Source: an optimization exercise on an open RTL-to-GDS flow (aim: small area, a short achievable clock period and few clock cycles per item). Production flows keep margins and buffers that such runs may drop.
No functional check of the RTL was part of this run.

==> flow/design.v <==
module aes_sbox (
    input  wire [7:0] a,
    output reg  [7:0] y
);
    always @(*) begin
        case (a)
            8'h00: y = 8'h63;
            8'h01: y = 8'h7c;
            8'h02: y = 8'h77;
            8'h03: y = 8'h7b;
            8'h04: y = 8'hf2;
            8'h05: y = 8'h6b;
            8'h06: y = 8'h6f;
            8'h07: y = 8'hc5;
            8'h08: y = 8'h30;
            8'h09: y = 8'h01;
            8'h0a: y = 8'h67;
            8'h0b: y = 8'h2b;
            8'h0c: y = 8'hfe;
            8'h0d: y = 8'hd7;
            8'h0e: y = 8'hab;
            8'h0f: y = 8'h76;
            8'h10: y = 8'hca;
            8'h11: y = 8'h82;
            8'h12: y = 8'hc9;
            8'h13: y = 8'h7d;
            8'h14: y = 8'hfa;
            8'h15: y = 8'h59;
            8'h16: y = 8'h47;
            8'h17: y = 8'hf0;
            8'h18: y = 8'had;
            8'h19: y = 8'hd4;
            8'h1a: y = 8'ha2;
            8'h1b: y = 8'haf;
            8'h1c: y = 8'h9c;
            8'h1d: y = 8'ha4;
            8'h1e: y = 8'h72;
            8'h1f: y = 8'hc0;
            8'h20: y = 8'hb7;
            8'h21: y = 8'hfd;
            8'h22: y = 8'h93;
            8'h23: y = 8'h26;
            8'h24: y = 8'h36;
            8'h25: y = 8'h3f;
            8'h26: y = 8'hf7;
            8'h27: y = 8'hcc;
            8'h28: y = 8'h34;
            8'h29: y = 8'ha5;
            8'h2a: y = 8'he5;
            8'h2b: y = 8'hf1;
            8'h2c: y = 8'h71;
            8'h2d: y = 8'hd8;
            8'h2e: y = 8'h31;
            8'h2f: y = 8'h15;
            8'h30: y = 8'h04;
            8'h31: y = 8'hc7;
            8'h32: y = 8'h23;
            8'h33: y = 8'hc3;
            8'h34: y = 8'h18;
            8'h35: y = 8'h96;
            8'h36: y = 8'h05;
            8'h37: y = 8'h9a;
            8'h38: y = 8'h07;
            8'h39: y = 8'h12;
            8'h3a: y = 8'h80;
            8'h3b: y = 8'he2;
            8'h3c: y = 8'heb;
            8'h3d: y = 8'h27;
            8'h3e: y = 8'hb2;
            8'h3f: y = 8'h75;
            8'h40: y = 8'h09;
            8'h41: y = 8'h83;
            8'h42: y = 8'h2c;
            8'h43: y = 8'h1a;
            8'h44: y = 8'h1b;
            8'h45: y = 8'h6e;
            8'h46: y = 8'h5a;
            8'h47: y = 8'ha0;
            8'h48: y = 8'h52;
            8'h49: y = 8'h3b;
            8'h4a: y = 8'hd6;
            8'h4b: y = 8'hb3;
            8'h4c: y = 8'h29;
            8'h4d: y = 8'he3;
            8'h4e: y = 8'h2f;
            8'h4f: y = 8'h84;
            8'h50: y = 8'h53;
            8'h51: y = 8'hd1;
            8'h52: y = 8'h00;
            8'h53: y = 8'hed;
            8'h54: y = 8'h20;
            8'h55: y = 8'hfc;
            8'h56: y = 8'hb1;
            8'h57: y = 8'h5b;
            8'h58: y = 8'h6a;
            8'h59: y = 8'hcb;
            8'h5a: y = 8'hbe;
            8'h5b: y = 8'h39;
            8'h5c: y = 8'h4a;
            8'h5d: y = 8'h4c;
            8'h5e: y = 8'h58;
            8'h5f: y = 8'hcf;
            8'h60: y = 8'hd0;
            8'h61: y = 8'hef;
            8'h62: y = 8'haa;
            8'h63: y = 8'hfb;
            8'h64: y = 8'h43;
            8'h65: y = 8'h4d;
            8'h66: y = 8'h33;
            8'h67: y = 8'h85;
            8'h68: y = 8'h45;
            8'h69: y = 8'hf9;
            8'h6a: y = 8'h02;
            8'h6b: y = 8'h7f;
            8'h6c: y = 8'h50;
            8'h6d: y = 8'h3c;
            8'h6e: y = 8'h9f;
            8'h6f: y = 8'ha8;
            8'h70: y = 8'h51;
            8'h71: y = 8'ha3;
            8'h72: y = 8'h40;
            8'h73: y = 8'h8f;
            8'h74: y = 8'h92;
            8'h75: y = 8'h9d;
            8'h76: y = 8'h38;
            8'h77: y = 8'hf5;
            8'h78: y = 8'hbc;
            8'h79: y = 8'hb6;
            8'h7a: y = 8'hda;
            8'h7b: y = 8'h21;
            8'h7c: y = 8'h10;
            8'h7d: y = 8'hff;
            8'h7e: y = 8'hf3;
            8'h7f: y = 8'hd2;
            8'h80: y = 8'hcd;
            8'h81: y = 8'h0c;
            8'h82: y = 8'h13;
            8'h83: y = 8'hec;
            8'h84: y = 8'h5f;
            8'h85: y = 8'h97;
            8'h86: y = 8'h44;
            8'h87: y = 8'h17;
            8'h88: y = 8'hc4;
            8'h89: y = 8'ha7;
            8'h8a: y = 8'h7e;
            8'h8b: y = 8'h3d;
            8'h8c: y = 8'h64;
            8'h8d: y = 8'h5d;
            8'h8e: y = 8'h19;
            8'h8f: y = 8'h73;
            8'h90: y = 8'h60;
            8'h91: y = 8'h81;
            8'h92: y = 8'h4f;
            8'h93: y = 8'hdc;
            8'h94: y = 8'h22;
            8'h95: y = 8'h2a;
            8'h96: y = 8'h90;
            8'h97: y = 8'h88;
            8'h98: y = 8'h46;
            8'h99: y = 8'hee;
            8'h9a: y = 8'hb8;
            8'h9b: y = 8'h14;
            8'h9c: y = 8'hde;
            8'h9d: y = 8'h5e;
            8'h9e: y = 8'h0b;
            8'h9f: y = 8'hdb;
            8'ha0: y = 8'he0;
            8'ha1: y = 8'h32;
            8'ha2: y = 8'h3a;
            8'ha3: y = 8'h0a;
            8'ha4: y = 8'h49;
            8'ha5: y = 8'h06;
            8'ha6: y = 8'h24;
            8'ha7: y = 8'h5c;
            8'ha8: y = 8'hc2;
            8'ha9: y = 8'hd3;
            8'haa: y = 8'hac;
            8'hab: y = 8'h62;
            8'hac: y = 8'h91;
            8'had: y = 8'h95;
            8'hae: y = 8'he4;
            8'haf: y = 8'h79;
            8'hb0: y = 8'he7;
            8'hb1: y = 8'hc8;
            8'hb2: y = 8'h37;
            8'hb3: y = 8'h6d;
            8'hb4: y = 8'h8d;
            8'hb5: y = 8'hd5;
            8'hb6: y = 8'h4e;
            8'hb7: y = 8'ha9;
            8'hb8: y = 8'h6c;
            8'hb9: y = 8'h56;
            8'hba: y = 8'hf4;
            8'hbb: y = 8'hea;
            8'hbc: y = 8'h65;
            8'hbd: y = 8'h7a;
            8'hbe: y = 8'hae;
            8'hbf: y = 8'h08;
            8'hc0: y = 8'hba;
            8'hc1: y = 8'h78;
            8'hc2: y = 8'h25;
            8'hc3: y = 8'h2e;
            8'hc4: y = 8'h1c;
            8'hc5: y = 8'ha6;
            8'hc6: y = 8'hb4;
            8'hc7: y = 8'hc6;
            8'hc8: y = 8'he8;
            8'hc9: y = 8'hdd;
            8'hca: y = 8'h74;
            8'hcb: y = 8'h1f;
            8'hcc: y = 8'h4b;
            8'hcd: y = 8'hbd;
            8'hce: y = 8'h8b;
            8'hcf: y = 8'h8a;
            8'hd0: y = 8'h70;
            8'hd1: y = 8'h3e;
            8'hd2: y = 8'hb5;
            8'hd3: y = 8'h66;
            8'hd4: y = 8'h48;
            8'hd5: y = 8'h03;
            8'hd6: y = 8'hf6;
            8'hd7: y = 8'h0e;
            8'hd8: y = 8'h61;
            8'hd9: y = 8'h35;
            8'hda: y = 8'h57;
            8'hdb: y = 8'hb9;
            8'hdc: y = 8'h86;
            8'hdd: y = 8'hc1;
            8'hde: y = 8'h1d;
            8'hdf: y = 8'h9e;
            8'he0: y = 8'he1;
            8'he1: y = 8'hf8;
            8'he2: y = 8'h98;
            8'he3: y = 8'h11;
            8'he4: y = 8'h69;
            8'he5: y = 8'hd9;
            8'he6: y = 8'h8e;
            8'he7: y = 8'h94;
            8'he8: y = 8'h9b;
            8'he9: y = 8'h1e;
            8'hea: y = 8'h87;
            8'heb: y = 8'he9;
            8'hec: y = 8'hce;
            8'hed: y = 8'h55;
            8'hee: y = 8'h28;
            8'hef: y = 8'hdf;
            8'hf0: y = 8'h8c;
            8'hf1: y = 8'ha1;
            8'hf2: y = 8'h89;
            8'hf3: y = 8'h0d;
            8'hf4: y = 8'hbf;
            8'hf5: y = 8'he6;
            8'hf6: y = 8'h42;
            8'hf7: y = 8'h68;
            8'hf8: y = 8'h41;
            8'hf9: y = 8'h99;
            8'hfa: y = 8'h2d;
            8'hfb: y = 8'h0f;
            8'hfc: y = 8'hb0;
            8'hfd: y = 8'h54;
            8'hfe: y = 8'hbb;
            8'hff: y = 8'h16;
            default: y = 8'h00;
        endcase
    end
endmodule
module cipher_aes_core (
    input  wire         clk,
    input  wire         rst,         
    input  wire         in_valid,
    output wire         in_ready,
    input  wire         in_key256,   
    input  wire [255:0] in_key,
    input  wire [127:0] in_block,
    output reg          out_valid,
    output wire [127:0] out_block
);
    function [7:0] xtime(input [7:0] b);
        xtime = {b[6:0], 1'b0} ^ (b[7] ? 8'h1b : 8'h00);
    endfunction
    function [31:0] mix_column(input [31:0] col);
        reg [7:0] a0, a1, a2, a3;
        begin
            a0 = col[31:24];
            a1 = col[23:16];
            a2 = col[15:8];
            a3 = col[7:0];
            mix_column[31:24] = xtime(a0) ^ xtime(a1) ^ a1 ^ a2 ^ a3;
            mix_column[23:16] = a0 ^ xtime(a1) ^ xtime(a2) ^ a2 ^ a3;
            mix_column[15:8]  = a0 ^ a1 ^ xtime(a2) ^ xtime(a3) ^ a3;
            mix_column[7:0]   = xtime(a0) ^ a0 ^ a1 ^ a2 ^ xtime(a3);
        end
    endfunction
    reg         busy;
    reg         key256;
    reg  [3:0]  round;       
    reg  [127:0] state;
    reg  [127:0] key_prev;   
    reg  [127:0] key_cur;    
    reg  [7:0]  rcon;
    wire [3:0] last_round = key256 ? 4'd14 : 4'd10;
    assign in_ready  = !busy;
    assign out_block = state;
    wire accept = in_valid && in_ready;
    wire [127:0] sub;
    genvar gi;
    generate
        for (gi = 0; gi < 16; gi = gi + 1) begin : g_sub
            aes_sbox u_sbox (.a(state[127-8*gi -: 8]), .y(sub[127-8*gi -: 8]));
        end
    endgenerate
    wire [127:0] shifted;
    generate
        for (gi = 0; gi < 16; gi = gi + 1) begin : g_shift
            localparam integer R = gi % 4;
            localparam integer C = gi / 4;
            localparam integer SRC = 4 * ((C + R) % 4) + R;
            assign shifted[127-8*gi -: 8] = sub[127-8*SRC -: 8];
        end
    endgenerate
    wire [127:0] mixed = {mix_column(shifted[127:96]), mix_column(shifted[95:64]),
                          mix_column(shifted[63:32]),  mix_column(shifted[31:0])};
    wire final_round = (round + 4'd1 == last_round);
    wire [127:0] round_out = (final_round ? shifted : mixed) ^ key_cur;
    wire [127:0] kx_base  = accept ? in_key[255:128] : (key256 ? key_prev : key_cur);
    wire [31:0]  kx_last  = accept ? in_key[159:128] : key_cur[31:0];
    wire         kx_rot   = accept ? 1'b1 : (!key256 || !round[0]);
    wire [7:0]   kx_rcon  = accept ? 8'h01 : rcon;
    wire [31:0] kx_word = kx_rot ? {kx_last[23:0], kx_last[31:24]} : kx_last;
    wire [31:0] kx_sub;
    generate
        for (gi = 0; gi < 4; gi = gi + 1) begin : g_ksub
            aes_sbox u_sbox (.a(kx_word[8*gi +: 8]), .y(kx_sub[8*gi +: 8]));
        end
    endgenerate
    wire [31:0] kx_t  = kx_sub ^ (kx_rot ? {kx_rcon, 24'h000000} : 32'h00000000);
    wire [31:0] kx_w0 = kx_base[127:96] ^ kx_t;
    wire [31:0] kx_w1 = kx_base[95:64]  ^ kx_w0;
    wire [31:0] kx_w2 = kx_base[63:32]  ^ kx_w1;
    wire [31:0] kx_w3 = kx_base[31:0]   ^ kx_w2;
    wire [127:0] kx_next = {kx_w0, kx_w1, kx_w2, kx_w3};
    always @(posedge clk) begin
        if (rst) begin
            busy      <= 1'b0;
            out_valid <= 1'b0;
        end else begin
            out_valid <= 1'b0;
            if (accept) begin
                busy <= 1'b1;
            end else if (busy && final_round) begin
                busy      <= 1'b0;
                out_valid <= 1'b1;
            end
        end
    end
    always @(posedge clk) begin
        if (accept) begin
            key256   <= in_key256;
            round    <= 4'd0;
            state    <= in_block ^ in_key[255:128];
            key_prev <= in_key[255:128];
            if (in_key256) begin
                key_cur <= in_key[127:0];
                rcon    <= 8'h01;
            end else begin
                key_cur <= kx_next;
                rcon    <= 8'h02;
            end
        end else if (busy) begin
            round    <= round + 4'd1;
            state    <= round_out;
            key_prev <= key_cur;
            key_cur  <= kx_next;
            if (kx_rot)
                rcon <= xtime(rcon);
        end
    end
endmodule
==> flow/run.sh <==
#!/bin/bash
# synth_recipe.tcl (not shown) runs the flow's synth.tcl, then flattens the netlist and writes it again
# the make line also repeats each setting of config.mk as NAME=value (left out here)
make -C /OpenROAD-flow-scripts/flow DESIGN_CONFIG=/design/flow/config.mk WORK_HOME=/design/flow/orfs CLKGATE_MAP_FILE= SYNTH_SCRIPT=/design/flow/synth_recipe.tcl finish
==> flow/config.mk <==
export PLATFORM = sky130hd
export DESIGN_NAME = cipher_aes_core
export DESIGN_NICKNAME = cipher_aes_core
export VERILOG_FILES = /design/flow/design.v
export SDC_FILE = /design/flow/constraint.sdc
export NUM_CORES = 8
export LEC_CHECK = 0
export CAP_MARGIN = 20
export CORE_MARGIN = 2
export CORE_UTILIZATION = 30
export PLACE_DENSITY = 0.5
export SLEW_MARGIN = 20
==> flow/constraint.sdc <==
create_clock -name core_clock -period 8.0 [get_ports {clk}]
set_input_delay 1.6000 -clock core_clock [delete_from_list [all_inputs] [get_ports {clk}]]
set_output_delay 1.6000 -clock core_clock [all_outputs]
set_load 0.01 [all_outputs]
==> notes.md <==
==> per-stage QoR <==
stage	util, %	setup WS (ns)	cell area [sq um]
floorplan	-	0.174	101000
global placement	33.5	0.181	113000
detailed placement	33.5	0.394	113000
CTS	34.3	1.25	115000
global route	34.3	1.05	116000
finish	34.3	1.01	116000
==> per-layer routing <==
layer  vias to the layer above  share of wire (%)  routed length (microns)
li1                      57000                  -                        -
met1                     66700                 39                   295000
met2                     11300                 41                   313000
met3                      2110                 12                    89700
met4                        18                8.5                    65200
met5                         -              0.014                      109
==> logic make-up (layout without fill, tap and decap cells) <==
logic type	count (synthesis)	count (layout)	synth area share (%)
AOI/OAI and AO/OA	6214	6214	40.6
xor gates and xnor gates	858	858	9.01
adders and majority gates	187	187	2.31
buffers and inverters	1837	1679	7.77
DFF	527	527	14.3
muxes	295	295	3.03
other	0	42	0
and+or+nand+nor	5187	5187	23.0
==> critical path: stages <==
cell             delay [ns]
clkdlybuf4s50_1        0.63
buf_4                  0.31
xnor2_1                0.72
nor2_1                 0.08
a21oi_1                0.14
o221ai_1               0.35
or2_2                  0.61
clkinv_1               0.46
ha_1                   0.83
nand2_1                0.37
and3_1                 0.33
a21oi_1                0.18
o22ai_1                0.11
nor3_1                 0.29
nor3_1                 0.11
a211oi_1               0.52
==> worst max-delay path by stage <==
stage	startpoint	endpoint	slack [ns]	cells after the start
after CTS	in_key[145]	g_sub[13].u_sbox.y[7]	1.25	16
after floorplan	in_valid	g_sub[10].u_sbox.y[3]	0.17	17
after detailed placement	in_key[145]	g_sub[13].u_sbox.y[7]	0.39	16
after global routing	in_key[145]	g_sub[13].u_sbox.y[7]	1.05	16
final	in_key[145]	g_sub[13].u_sbox.y[7]	1.01	16
after global placement	in_key[145]	g_sub[13].u_sbox.y[7]	0.18	16
==> sequential cells by signal, summed over array words and instances, names as in the netlist <==
signal          cells
out_valid           1
state             128
key_cur           128
key_prev          128
busy                1
g_sub.u_sbox.y    128
round               4
key256              1
rcon                8
==> synthesized netlist by cell type, types with 172 or more instances <==
library cell     n  area share [%]
nand2_1       1820             6.7
o21ai_0       1466             7.2
nor2_1        1435             5.3
a21oi_1       1392             6.9
clkbuf_1       911             3.4
xnor2_1        568             4.9
nor3_1         533             2.6
nand3_1        529             2.6
buf_2          467             2.3
a211oi_1       425             3.1
a31oi_1        396             2.4
edfxtp_1       393              12
o211ai_1       391             2.9
mux2i_1        250             2.5
a311oi_1       215             1.9
o311ai_0       199             1.7
buf_1          194            0.72
ha_1           187             2.3
o22ai_1        183             1.1
a221oi_1       174             1.5
xor2_1         172             1.5
==> area by class of cell <==
type	instances	area, sq um	area share [%]
repair buffers	1353	11800	10.2
diodes	42	105	0.0909
flip-flops and latches	527	14500	12.5
inverters	176	697	0.603
clock buffers	106	2270	1.96
well taps	4515	5650	4.89
multi-input cells	12700	80100	69.3
clock inverters	44	462	0.399
==> results.json <==
{
  "outcome": "timing/DRC/antenna clean",
  "final_cell_count_no_fill": 19500,
  "h-tree-depth": 3,
  "clock.fmax_mhz": 143,
  "min_path_cells": 2,
  "arrival_ns": 7.67,
  "grt_start_max_net_pins": 112,
  "port_buffers": 517,
  "timing_worst_slew_pin_value_ns": 1.27,
  "vias": 137000,
  "yosysUniqueCellTypes": 133,
  "critPathKind": "primary input to register",
  "slew_viol_final": 0,
  "use_met3_pct": 10.0,
  "path_clk_slew_ns": 0.06,
  "row_count": 213,
  "final_cell_mix": "nand2_1 (1816), o21ai_0 (1459), nor2_1 (1426)",
  "rsz0062_at_grt": "no",
  "layout_commonest_cell": "nand2_1",
  "grt_pass1_vias": 125000,
  "synthesis.area_sq_um": 101000,
  "drc": 0,
  "first_iter_violations": 25200,
  "fp.dieH_microns": 586,
  "fin_crit_ns": 6.99,
  "cts.sinks": 527,
  "gp_congestion": 1.06,
  "gr-usage-met1_pct": 55.0,
  "routedWlPerCell_microns": 39.1,
  "cts_setup_buffers": 0,
  "setup_viol": 0,
  "fin_skew_ns": 0.0851,
  "placed_cells": 19300,
  "r2r_start": "busy",
  "slew-limit-headroom_pct": 14.2,
  "clk_latency_ns": 0.86,
  "antenna_left": 0,
  "antenna_found_initial": 49,
  "busiest_layer": "met2",
  "numCtsBuffers": 84,
  "cts_max_path_buffers": 4,
  "endpoint_kind": "register",
  "synth_ff_type": "edfxtp_1",
  "final_nets": 15500,
  "nFillCells": 36900,
  "met2_usage_pct": 61.4,
  "cts_tree": "built",
  "viasPerCell": 7.03,
  "ios": 518,
  "cts_root_buf": "clkbuf_16",
  "area_delta_synth_final_pct": 13.9,
  "worstSetupStartpointType": "primary input",
  "finalHoldViolCount": 0,
  "initial_core_util_pct": 30.2,
  "min_path_type": "register to register",
  "syn-num-nets": 15700,
  "grt.overflow.total": 0,
  "core_area_sq_um": 337000,
  "hold-worst-slack_ns": 0.544,
  "fin_tns_setup_ns": 0,
  "synth_edf_count": 393,
  "r2r-end": "key_cur[61]",
  "path_max_fanout": 19,
  "die_area_sq_um": 343000,
  "drive_gt1_share_pct": 9.11,
  "track_usage_pct": 42.3,
  "place_hpwl_mm": 575,
  "max_cap_viol_count": 0,
  "postSynthCellCount": 15100,
  "yosys_warnings": 2,
  "finalCritPeriodShare_pct": 87.4,
  "die_x_microns": 586,
  "wirelength_mm": 764,
  "synth_seq_cells": 527,
  "rrSetupSlack_ns": 1.07,
  "grt_pass1_wl_mm": 1050,
  "ys_async_sr_fraction_pct": 0,
  "crit_required_ns": 8.67,
  "hold_end": "round[1]",
  "postCtsHoldBufs": 0,
  "avgSynthCellArea_sq_um": 6.72,
  "hp-start": "round[1]",
  "cts_resized": 0,
  "seq_area_frac_synth_pct": 14.3,
  "reg2reg_depth": 17,
  "firstDrtPassIters": 13
}

[separate check: timing with driven ports]
No port has a modelled driver above. Below, the same layout with a new extraction and two added sets of constraints. Step 1 sets driving cells, clkbuf_16 on the clock port and buf_2 on the other inputs (assumed; they add their load-dependent delay and slew). Step 2 also shifts input and output timing later by t, the mid clock arrival at the registers, as if the neighbouring blocks saw the same clock. Slacks: ideal / step 1 / step 2; pairs: ideal / step 1.
t (ns): 0.910
slack for setup (ns): 1.006 / 1.068 / 0.162
latest minus earliest clock arrival (ns): 0.086 / 0.086
worst register clock-pin slew, ns: 0.08 / 0.08
cell pins on the clock port's net: 1
After both steps setup and hold are still met in this run. For this run, drivers alone change the setup slack by +0.062 ns; drivers and shift together by -0.844 ns.
